What follows belongs to an exercise in optimizing a design on an open flow for small area, a short achievable clock period and few clock cycles per item; a production flow would make more cautious choices.

## whorl_rsq
module whorl_rsq (
    input             clk,
    input             rst,           
    input             in_valid,
    output            in_ready,
    input             in_sqrt,       
    input      [31:0] in_a,
    output reg        out_valid,
    output reg [31:0] out_res,
    output reg        out_sat,
    output reg        out_divz,
    output reg        out_domain
);
    reg          busy;
    reg  [3:0]   cnt;                        
    reg  [15:0]  Ms;
    reg          rdy, first;
    reg          sq;                         
    reg          nf;                         
    reg          f_spc, f_sat, f_divz, f_dom;
    reg  [32:0]  S;                          
    reg          s;                          
    reg          sn;                         
    reg  [31:0]  E;                          
    reg          b0r;                        
    assign in_ready = rdy;
    wire accept = in_valid & rdy;
    wire last   = busy & (cnt == 4'd0);
    wire [31:0] a       = in_a;
    wire        a_zero  = (a == 32'd0);
    wire        sm_pos  = !a[31] & (a[30:28] == 3'd0) & (!a[27] | (a[26:0] == 27'd0));
    wire        sm_neg  = a[31] & (a[30:27] == 4'hF);
    wire        a_m27   = sm_neg & (a[26:0] == 27'd0);             
    wire        a_max   = !a[31] & (a[30:0] == 31'h7FFF_FFFF);
    wire        spc_in  = in_sqrt ? (a[31] | a_max) : (sm_pos | sm_neg);
    wire        rcp_sk2 = a[31] ? !a[30] : (a[30] & (a[29] | (a[28:2] != 27'd0)));
    wire        rcp_sk1 = a[31] ? (a[30:28] != 3'b111)
                                : (a[30] | a[29] | (a[28] & (a[27:0] != 28'd0)));
    wire        sq_sk1  = (a[30:27] == 4'd0);
    reg  [32:0] s_init;
    reg  [15:0] m_init;
    reg  [3:0]  c_init;
    always @* begin
        if (in_sqrt) begin
            if (sq_sk1) begin
                s_init = {4'b1111, a[26:0], 2'b00};              
                m_init = 16'h3FFF; c_init = 4'd13;
            end else begin
  ...
For scale: roughly 1600 cells after synthesis, ~130 flip-flops, roughly 73 I/O pins, about 12000 µm² of cells after synthesis.
clock: 11.0 ns
lec_check: 0
cap_margin: 20
core_margin: 2
core_utilization: 40
place_density: 0.6
slew_margin: 20
standard.sh (not shown) runs the stock make flow with config.mk's settings and CLKGATE_MAP_FILE= SYNTH_SCRIPT=/design/flow/synth_recipe.tcl, a recipe that flattens the netlist after the stock synthesis.
==> flow/flow/run.sh <==
#!/bin/bash
set -euo pipefail
bash standard.sh SETUP_SLACK_MARGIN=8 SETUP_MOVE_SEQUENCE=unbuffer,sizeup,swap,buffer TNS_END_PERCENT=20 finish > standard_flow.log 2>&1
The first run ran to the end with no violations.
Next try:
==> flow/flow/run.sh (replaced) <==
#!/bin/bash
set -euo pipefail
bash standard.sh SETUP_SLACK_MARGIN=7.5 SETUP_MOVE_SEQUENCE=unbuffer,sizeup,swap,buffer TNS_END_PERCENT=20 finish > standard_flow.log 2>&1
Effect:
- wire length is higher by 3.2%
- flip-flop and latch count is unchanged
- critical path depth is higher by 2
- synthesized cell count is unchanged
- maximum frequency is higher by 3.3%
Function was not checked in any run of this note: the RTL went through the layout flow alone.

Another version of the RTL of whorl_rsq (not shown whole).
Size in the first run: about 1,700 cells after synthesis, roughly 130 flip-flops, about 73 I/O pins.
Design whorl_rsq, start of the top module:
module whorl_rsq (
    input             clk,
    input             rst,           
    input             in_valid,
    output            in_ready,
    input             in_sqrt,       
    input      [31:0] in_a,
    output reg        out_valid,
    output reg [31:0] out_res,
    output reg        out_sat,
    output reg        out_divz,
    output reg        out_domain
);
clock: 11.0 ns
lec_check: 0
cap_margin: 20
core_margin: 2
core_utilization: 40
place_density: 0.6
slew_margin: 20
==> flow/flow/run.sh <==
#!/bin/bash
set -euo pipefail
bash standard.sh SETUP_SLACK_MARGIN=8 finish > standard_flow.log 2>&1
==> next run, changes <==
==> flow/run.sh (new file) <==
#!/bin/bash
# synth_recipe.tcl (not shown) runs the flow's synth.tcl, then flattens the netlist and writes it again
# the make line also repeats each setting of config.mk as NAME=value (left out here)
make -C /OpenROAD-flow-scripts/flow DESIGN_CONFIG=/design/flow/config.mk WORK_HOME=/design/flow/orfs CLKGATE_MAP_FILE= SYNTH_SCRIPT=/design/flow/synth_recipe.tcl finish
Settings changed: SETUP_SLACK_MARGIN set to 5.
removed: flow/flow/run.sh
removed: flow/standard.sh
- utilization fell by 14 points
- design area fell by 24%
- via count fell by 13%
- worst setup slack degrades by 1.0 ns
- global-route usage fell by 6.3 points
- sequential share of layout area rose by 4.3 points
- fmax fell by 18%
- wire length fell by 22%
- clock-buffer cell count rose by 3
No functional check of the RTL was part of any run of this note.

Setup of v25:
Another version of the RTL of whorl_rsq (not shown whole).
Size: about 1300 cells after synthesis, ~0.012 mm2 of cells after synthesis.
## whorl_rsq
module whorl_rsq (
    input             clk,
    input             rst,           
    input             in_valid,
    output            in_ready,
    input             in_sqrt,       
    input      [31:0] in_a,
    output reg        out_valid,
    output reg [31:0] out_res,
    output reg        out_sat,
    output reg        out_divz,
    output reg        out_domain
);
    localparam integer K  = 2;               
    localparam integer NC = 32 / K;          
    localparam integer CW = (NC > 1) ? $clog2(NC) : 1;
    localparam integer SKIP = (K <= 2) ? 2 / K : 0;    
    reg          busy, rdy, done;
    reg [CW-1:0] cnt;                        
    reg          sq;                         
    reg          nf;                         
    reg          sk;                         
    reg          f_spc, f_hi, f_lo, f_sat, f_divz, f_dom;
    reg          o_neg, o_sk, o_spc, o_hi, o_lo, o_sat, o_divz, o_dom;
    reg  [32:0]  S;                          
    reg          s;                          
    reg  [31:0]  D;                          
    reg  [31:0]  Q;                          
    assign in_ready = rdy;
    wire accept = in_valid & rdy;
    wire last   = busy & (cnt == 0);
    wire [31:0] a       = in_a;
    wire        a_zero  = (a == 32'd0);
    wire        sm_pos  = !a[31] & (a[30:28] == 3'd0) & (!a[27] | (a[26:0] == 27'd0));
    wire        sm_neg  = a[31] & (a[30:27] == 4'hF);
    wire        a_m27   = sm_neg & (a[26:0] == 27'd0);             
    wire        spc_in  = in_sqrt ? a[31] : (sm_pos | sm_neg);
    wire        skip_in = (SKIP == 0) ? 1'b0 :
                          in_sqrt ? (a[31:29] == 3'd0) :
                          a[31]   ? !(a[30] & a[29]) :
                                    (a[30] | (a[29] & (a[28:0] != 29'd0)));
  ...
==> flow/config.mk <==
export PLATFORM = sky130hd
export DESIGN_NAME = whorl_rsq
export DESIGN_NICKNAME = whorl_rsq
export VERILOG_FILES = /design/flow/design.v
export SDC_FILE = /design/flow/constraint.sdc
export NUM_CORES = 4
export LEC_CHECK = 0
export CAP_MARGIN = 20
export CORE_MARGIN = 2
export CORE_UTILIZATION = 40
export PLACE_DENSITY = 0.6
export SETUP_SLACK_MARGIN = 5
export SLEW_MARGIN = 20
==> flow/constraint.sdc <==
create_clock -name core_clock -period 11.0 [get_ports {clk}]
set_input_delay 2.2000 -clock core_clock [delete_from_list [all_inputs] [get_ports {clk}]]
set_output_delay 2.2000 -clock core_clock [all_outputs]
set_load 0.01 [all_outputs]
run.sh (not shown) runs the stock make flow with config.mk's settings and CLKGATE_MAP_FILE= SYNTH_SCRIPT=/design/flow/synth_recipe.tcl, a recipe that flattens the netlist after the stock synthesis.
Stock flow here: none of the scripts above is used.
v25 has completed all stages; timing, DRC and antenna checks passed.
Input-level comparison between v40 and v25:
Settings: removing SETUP_SLACK_MARGIN (formerly 5); setting ABC_AREA to 1 for the first time.
Run comparison: v40 most common cell after layout, fill and taps aside sky130_fd_sc_hd__nand2_1; v25 most common cell after layout, fill and taps aside sky130_fd_sc_hd__a21oi_1
Diff v25 -> v40 | peak clock frequency supported by timing | down by more than 10%
Input-level comparison between v1 and v40:
Settings: ABC_AREA no longer set, was 1.
==> flow/flow/run.sh (new file) <==
#!/bin/bash
set -euo pipefail
bash standard.sh SETUP_SLACK_MARGIN=8 finish > standard_flow.log 2>&1
==> flow/standard.sh (new file) <==
#!/bin/bash
# synth_recipe.tcl (not shown) runs the flow's synth.tcl, then flattens the netlist and writes it again
# the make line also repeats each setting of config.mk as NAME=value (left out here)
make -C /OpenROAD-flow-scripts/flow DESIGN_CONFIG=/design/flow/config.mk WORK_HOME=/design/flow/orfs CLKGATE_MAP_FILE= SYNTH_SCRIPT=/design/flow/synth_recipe.tcl "${@:-finish}"
removed: flow/run.sh
[summary]
Core utilization, v40 and v1: lower on v40
On height of the die: v1 sits below v40.
v40 has a lower total wire length than v1.
--- input diff v1..v29 ---
==> flow/run.sh (new file) <==
#!/bin/bash
# synth_recipe.tcl (not shown) runs the flow's synth.tcl, then flattens the netlist and writes it again
# the make line also repeats each setting of config.mk as NAME=value (left out here)
make -C /OpenROAD-flow-scripts/flow DESIGN_CONFIG=/design/flow/config.mk WORK_HOME=/design/flow/orfs CLKGATE_MAP_FILE= SYNTH_SCRIPT=/design/flow/synth_recipe.tcl finish
removed: flow/flow/run.sh
removed: flow/standard.sh
Going from v1 to v29, first-pass GRT wire length down 5.8 mm, detailed-route wire length down about 19%, total iterations of the first detailed-routing run down 2. Clock skew across v1 and v29: no real change. v29 has completed all stages; timing, DRC and antenna checks passed. Comparing v1 and v29, the higher worst-path maximum fanout is on v29. Diff v1..v29 | number of nets with antenna violations after detailed routing | unchanged. v29 ends up with lower setup slack than v1 does. Looking at final critical delay including setup and external delays, v29 sits 1690 ps higher than v1 does.
No functional check of the RTL was part of any run of this note.

re-timing with driven ports:
How much do the figures lean on ideal ports? The routed layouts below were timed once more, with nothing changed but the port constraints.
Step 1, drivers: a clkbuf_16 drives clk and a buf_2 each remaining input, both assumed.
Step 2 adds t to the input delays and takes it off the output delays; t is the mean of the earliest and latest rising clock arrival at the registers after step 1. Input paths then give back, and output paths get back, about the clock's delay inside the block.
Three values: ideal ports, drivers, drivers and shift; two values: the first two.
run	shift t [ns]	setup slack, ns	hold WS [ns]	worst slew at a driven data input, ns
the first run of note 1	0.476	6.065 / 6.065 / 6.065	0.421 / 0.421 / 0.421	0.06
the second run of note 1	0.487	6.221 / 6.221 / 6.199	0.434 / 0.434 / 0.434	0.06
the first run of note 2	0.479	6.341 / 6.341 / 6.164	0.424 / 0.424 / 0.424	0.07
the second run of note 2	0.480	5.330 / 5.330 / 5.253	0.427 / 0.427 / 0.427	0.05
v25	0.478	4.173 / 4.173 / 4.173	0.419 / 0.419 / 0.419	0.04
v40	0.478	3.379 / 3.379 / 3.379	0.420 / 0.420 / 0.420	0.07
v1	0.487	4.182 / 4.182 / 4.182	0.410 / 0.410 / 0.410	0.07
v29	0.482	2.495 / 2.495 / 2.495	0.421 / 0.421 / 0.421	0.04
After both steps setup and hold are still met in every run listed. The setup slack of the first run of note 2, which loses most, moves by 0.000 ns with the drivers and by -0.177 ns with both steps.
